From an optimization exercise on the open Yosys and OpenROAD flow, aimed at small area, a short achievable clock period and few clock cycles per item; shortcuts taken in it are not production practice.
Function was checked by simulation only, so behaviour that the tests miss may differ from the original.

==> flow/design.v (outline; a module is shown in full before it is edited, if it fits) <==
// module skim_pixel: 2197 lines
// module fa: 10 lines
module skim_pixel (
    input  wire        clk,
    input  wire        rst,           
    input  wire        in_valid,
    output reg         in_ready,
    input  wire [13:0] in_code,       
    input  wire        in_ovr,        
    input  wire [15:0] in_tapm_ofs,   
    input  wire [15:0] in_tapm_gain,  
    input  wire [15:0] in_dark,       
    input  wire [15:0] in_gain,       
    input  wire        in_dead,       
    input  wire        in_bypass,     
    input  wire        in_last,       
    output reg         out_valid,
    input  wire        out_ready,
    output reg  [15:0] out_pix,
    output reg         out_sat,       
    output reg         out_dead,      
    output reg         out_nsat,      
    output reg         out_last
);
  // ...
==> flow/flow/run.sh <==
#!/bin/bash
# The standard layout (standard synthesis included), with timing repair
# aiming at a 13 ns period instead of leaving the clock's 47 ns of slack unused,
# and small, fast port buffers. Each step's full output goes to ORFS's own logs
# under orfs/logs; make's output goes to standard.log.
set -euo pipefail
bash standard.sh SETUP_SLACK_MARGIN=47 "BUFFER_PORTS_ARGS=-buffer_cell sky130_fd_sc_hd__buf_1" finish > standard.log 2>&1
==> flow/standard.sh <==
#!/bin/bash
# synth_recipe.tcl (not shown) runs the flow's synth.tcl, then flattens the netlist and writes it again
# the make line also repeats each setting of config.mk as NAME=value (left out here)
make -C /OpenROAD-flow-scripts/flow DESIGN_CONFIG=/design/flow/config.mk WORK_HOME=/design/flow/orfs CLKGATE_MAP_FILE= SYNTH_SCRIPT=/design/flow/synth_recipe.tcl "${@:-finish}"
==> flow/config.mk <==
export PLATFORM = sky130hd
export DESIGN_NAME = skim_pixel
export DESIGN_NICKNAME = skim_pixel
export VERILOG_FILES = /design/flow/design.v
export SDC_FILE = /design/flow/constraint.sdc
export NUM_CORES = 4
export LEC_CHECK = 0
export CAP_MARGIN = 20
export CORE_MARGIN = 2
export CORE_UTILIZATION = 40
export SLEW_MARGIN = 20
export SYNTH_HIERARCHICAL = 1
==> flow/constraint.sdc <==
create_clock -name core_clock -period 60.0 [get_ports {clk}]
set_input_delay 12.0000 -clock core_clock [delete_from_list [all_inputs] [get_ports {clk}]]
set_output_delay 12.0000 -clock core_clock [all_outputs]
set_load 0.01 [all_outputs]
==> flow_summary.yaml, run 1 <==
worst_setup_path:
  cp-end-kind: "primary output"
  path_class: "flop to primary output"
  worstPathCellList: "buf_6"
  worst-path-max-fanout: 4
clock_tree:
  h-tree-depth: 4
  clock-sinks: 184
  cts.reportedPaths.clkPinSlew_ps: 90
  numCtsBuffers: 17
floorplanning:
  die_area_sq_mm: 0.0633
  coreArea_sq_mm: 0.0605
  die_y_um: 252
yosys:
  synth.area.top_cells: "fa_1 (37%), edfxtp_1 (21%), ha_1 (8.7%)"
  synthXorXnorAreaFrac: 0.0232
  synth_most_common_cell: "nand2_1"
  ys_seq_elements: 184
  synth-edff-count: 168
finish:
  clock_cell_area_share: 0.0218
  nNetsFinal: 3115
  final_cells: 3200
  final_common_cell: "nand2_1"
  area_growth_pct: 7.76
  multiInputGateArea_sq_mm: 0.0180
  buffers: 146
drt:
  wl_met2_um: 31500
  routedLengthMet1_um: 26100
global_route:
  globalRouteMet1Util: 0.260
  grt_use_met2: 0.361
  grt-ovfl-total: 0
timing:
  layout_setup_ws_ps: 46850
  setup_tns_ps: 0
  hold_viol_final: 0
place:
  hpwl_um: 47600
  post_dp_cell_area_sq_mm: 0.0256
status:
  status: "finished clean"
job:
  drv_cap: 0
min_path:
  hold_depth: 0
Testbench counts, summed over its fixed seeds: cycles 32,733, items 30,720.
==> inputs of run 2 (changes only) <==
--- a/flow/config.mk
+++ b/flow/config.mk
@@ -7,6 +7,6 @@
 export LEC_CHECK = 0
-export CAP_MARGIN = 20
+export CAP_MARGIN = 0
 export CORE_MARGIN = 2
 export CORE_UTILIZATION = 40
-export SLEW_MARGIN = 20
+export SLEW_MARGIN = 0
 export SYNTH_HIERARCHICAL = 1
==> run 2 against run 1 <==
Critical endpoint unchanged. Sequential cell count unchanged. Design area about the same. Synthesized area stayed put. Setup slack worse by 15 ps. First-iteration DRC count shrank 3.1%. Largest cell class unchanged. Global-route usage is the same. Synthesized cell count is the same. Register-to-register slack is essentially flat. Still clean.
==> flow_summary.yaml, run 2 <==
status:
  status: "finished clean"
yosys:
  yosysUniqueCellTypes: 79
  synth_top_area_share: 0.370
  yosys.area.top_type: "fa_1"
  ys_warn_count: 7
  synth_most_common_cell: "nand2_1"
  synth-edff-count: 168
  synthCells: 2361
  synthesis.nets: 3070
  ys_seq_elements: 184
  ys_async_sr_fraction: 0
  syn_area_sq_mm: 0.0245
  synth_top_flop_cell: "edfxtp_1"
  synthTopCellsByCount: "nand2_1 (494), fa_1 (453), inv_1 (187)"
  seq_area_frac_synth: 0.219
  avgSynthCellArea_sq_um: 10.4
  synth.area.top_cells: "fa_1 (37%), edfxtp_1 (21%), ha_1 (8.7%)"
min_path:
  hold_start: "p0_gain[1]"
  whs_endpoint: "p1_gain[1]"
  hold_depth: 0
  min_path_type: "flop to flop"
worst_setup_path:
  slowest_stage: "edfxtp_1"
  reg2reg_from: "run_n[0]"
  start_kind: "flop"
  reg2reg_depth: 25
  cp_data_required_time_ps: 48000
  critical_path_arrival_ps: 1160
  r2r_slack_ps: 49190
  worst-path-max-fanout: 4
  path_class: "flop to primary output"
  crit_buf_inv: 1
  worstPathCellList: "buf_6"
  cp_top_family: "flip-flops"
  cpPeakStageDelay_ps: 470
  cp-end-kind: "primary output"
  r2r_end: "out_pix[15]"
drt:
  drtIter0Drc: 1338
  drc: 0
  dr.pass1.iters: 6
  antenna_left: 0
  wirelength_um: 62900
  viasPerCell: 5.52
  num_vias: 17600
  wire_per_inst_um: 19.7
global_route:
  track_usage: 0.206
  met3_usage: 0.0298
  grt_pass1_wl_um: 102000
  grt_antenna_before_repair: 0
  grt_use_met2: 0.361
  globalRouteMet1Util: 0.260
  grt_max_degree: 83
  grt-ovfl-total: 0
  grt_busiest_layer: "met2"
  grt_pass1_vias: 19200
finish:
  antenna_cells: 0
  final_common_cell: "nand2_1"
  final_cells: 3200
  nNetsFinal: 3115
  area_growth_pct: 7.75
  fillerInstances: 5689
  layout_common_cells: "nand2_1 (494), fa_1 (453), inv_1 (187)"
  regArea_sq_mm: 0.00537
  drive_gt1_frac: 0.0517
  multiInputGateArea_sq_mm: 0.0180
timing:
  rsz0062_at_grt: "true"
  tightest_slew_ps: 1130
  finalClockSkew_ps: 34.6
  slew_headroom: 0.245
  setup_tns_ps: 0
  period_share: 0.219
  hold_viol_final: 0
  fin_hold_ws_ps: 421
  period_needed_ps: 13160
  final_max_slew_viol_count: 0
  setup_viol: 0
  fmax_mhz: 76.0
floorplanning:
  num_rows: 90
  io-pin-count: 108
  die_area_sq_mm: 0.0633
  coreArea_sq_mm: 0.0605
  die_width_um: 252
  die_y_um: 252
  initial_core_util: 0.406
place:
  portBuffers: 107
  hpwl_um: 47600
  dp_cells: 3146
  gp_congestion: 0.846
clock_tree:
  clock-sinks: 184
  cts.reportedPaths.clkPinSlew_ps: 90
  root_buffer: "clkbuf_16"
  cts_tree: "done"
  cts_max_path_buffers: 2
  numCtsBuffers: 17
  clock_latency_ps: 520
  h-tree-depth: 4
job:
  drv_cap: 0
## run 2: cell counts after synthesis
Identical to the previous run, type by type.
## run 2: cell type report
class                           instances  share of cell area
Tap cell                              782              0.0370
Sequential cell                       184               0.203
Multi-Input combinational cell       1867               0.683
Clock inverter                         14             0.00573
Timing Repair Buffer                  146              0.0279
Inverter                              190              0.0270
Clock buffer                           17              0.0161
## run 2: per-layer routing
layer | routed length, um | up-vias
li1 | - | 7882
met4 | 1650 | 0
met1 | 26500 | 9119
met3 | 3340 | 91
met2 | 31400 | 557
met5 | 0 | -
## run 2: metrics by stage
stage          worst slack [ps]  cell area [sq um]   util
3_3_place_gp              46540              25600  0.424
5_1_grt                   46810              26400  0.437
4_1_cts                   46760              26300  0.436
2_1_floorplan             46920              24500      -
3_5_place_dp              46460              25600  0.424
6_report                  46840              26400  0.437
## run 2: cells by family after synthesis
family | synth area share
and+or+nand+nor | 0.147
adders and majority gates | 0.457
AOI/OAI and AO/OA | 0.0953
buffers and inverters | 0.0484
DFF | 0.219
xor gates and xnor gates | 0.0232
muxes | 0.0105
## run 2: per-module statistics from Yosys (local to each module, per instance)
module      cells inside  copies in the design  cell area [sq um]  flip-flops and latches
fa                     1                   406               20.0                       0
skim_pixel          1955                     1              16400                     184
## run 2: worst max-delay path by stage
stage	cells past startpoint	endpoint	startpoint
floorplan	3	out_nsat	out_ready
global placement	4	out_nsat	out_ready
detailed placement	4	out_nsat	out_ready
CTS	1	out_pix[12]	out_pix[12]
global route	1	out_pix[12]	out_pix[12]
finish	1	out_pix[12]	out_pix[12]
## run 2: repair_timing
item                                   4_1_cts  5_1_grt
resized for setup                            9       15
hold buffers                                 0        0
endpoints found under the hold margin        0        0
buffers inserted                            16        6
cloned                                       0        1
setup endpoints to repair                   21       21

==> what the ideal ports hide <==
In the flow no input, the clock included, has a driving cell. The finished layouts below were timed again as built, in two steps.
Step 1, drivers: a clkbuf_16 drives clk and a buf_2 each remaining input, both assumed.
Step 2, shift: input delay + t, output delay - t, t = (earliest + latest rising clock arrival at the registers) / 2. This alone moves slack from input paths to output paths.
Three values: ideal ports, drivers, drivers and shift; two values: the first two.
run	t, ns	slack for setup (ns)	slew at the worst register clock pin (ns)
run 1	0.553	46.853 / 46.798 / 46.668	0.09 / 0.09
run 2	0.554	46.838 / 46.783 / 46.666	0.09 / 0.09
After both steps every run listed still meets setup and hold. For run 1, which loses most, drivers alone change the setup slack by -0.055 ns; drivers and shift together by -0.185 ns.
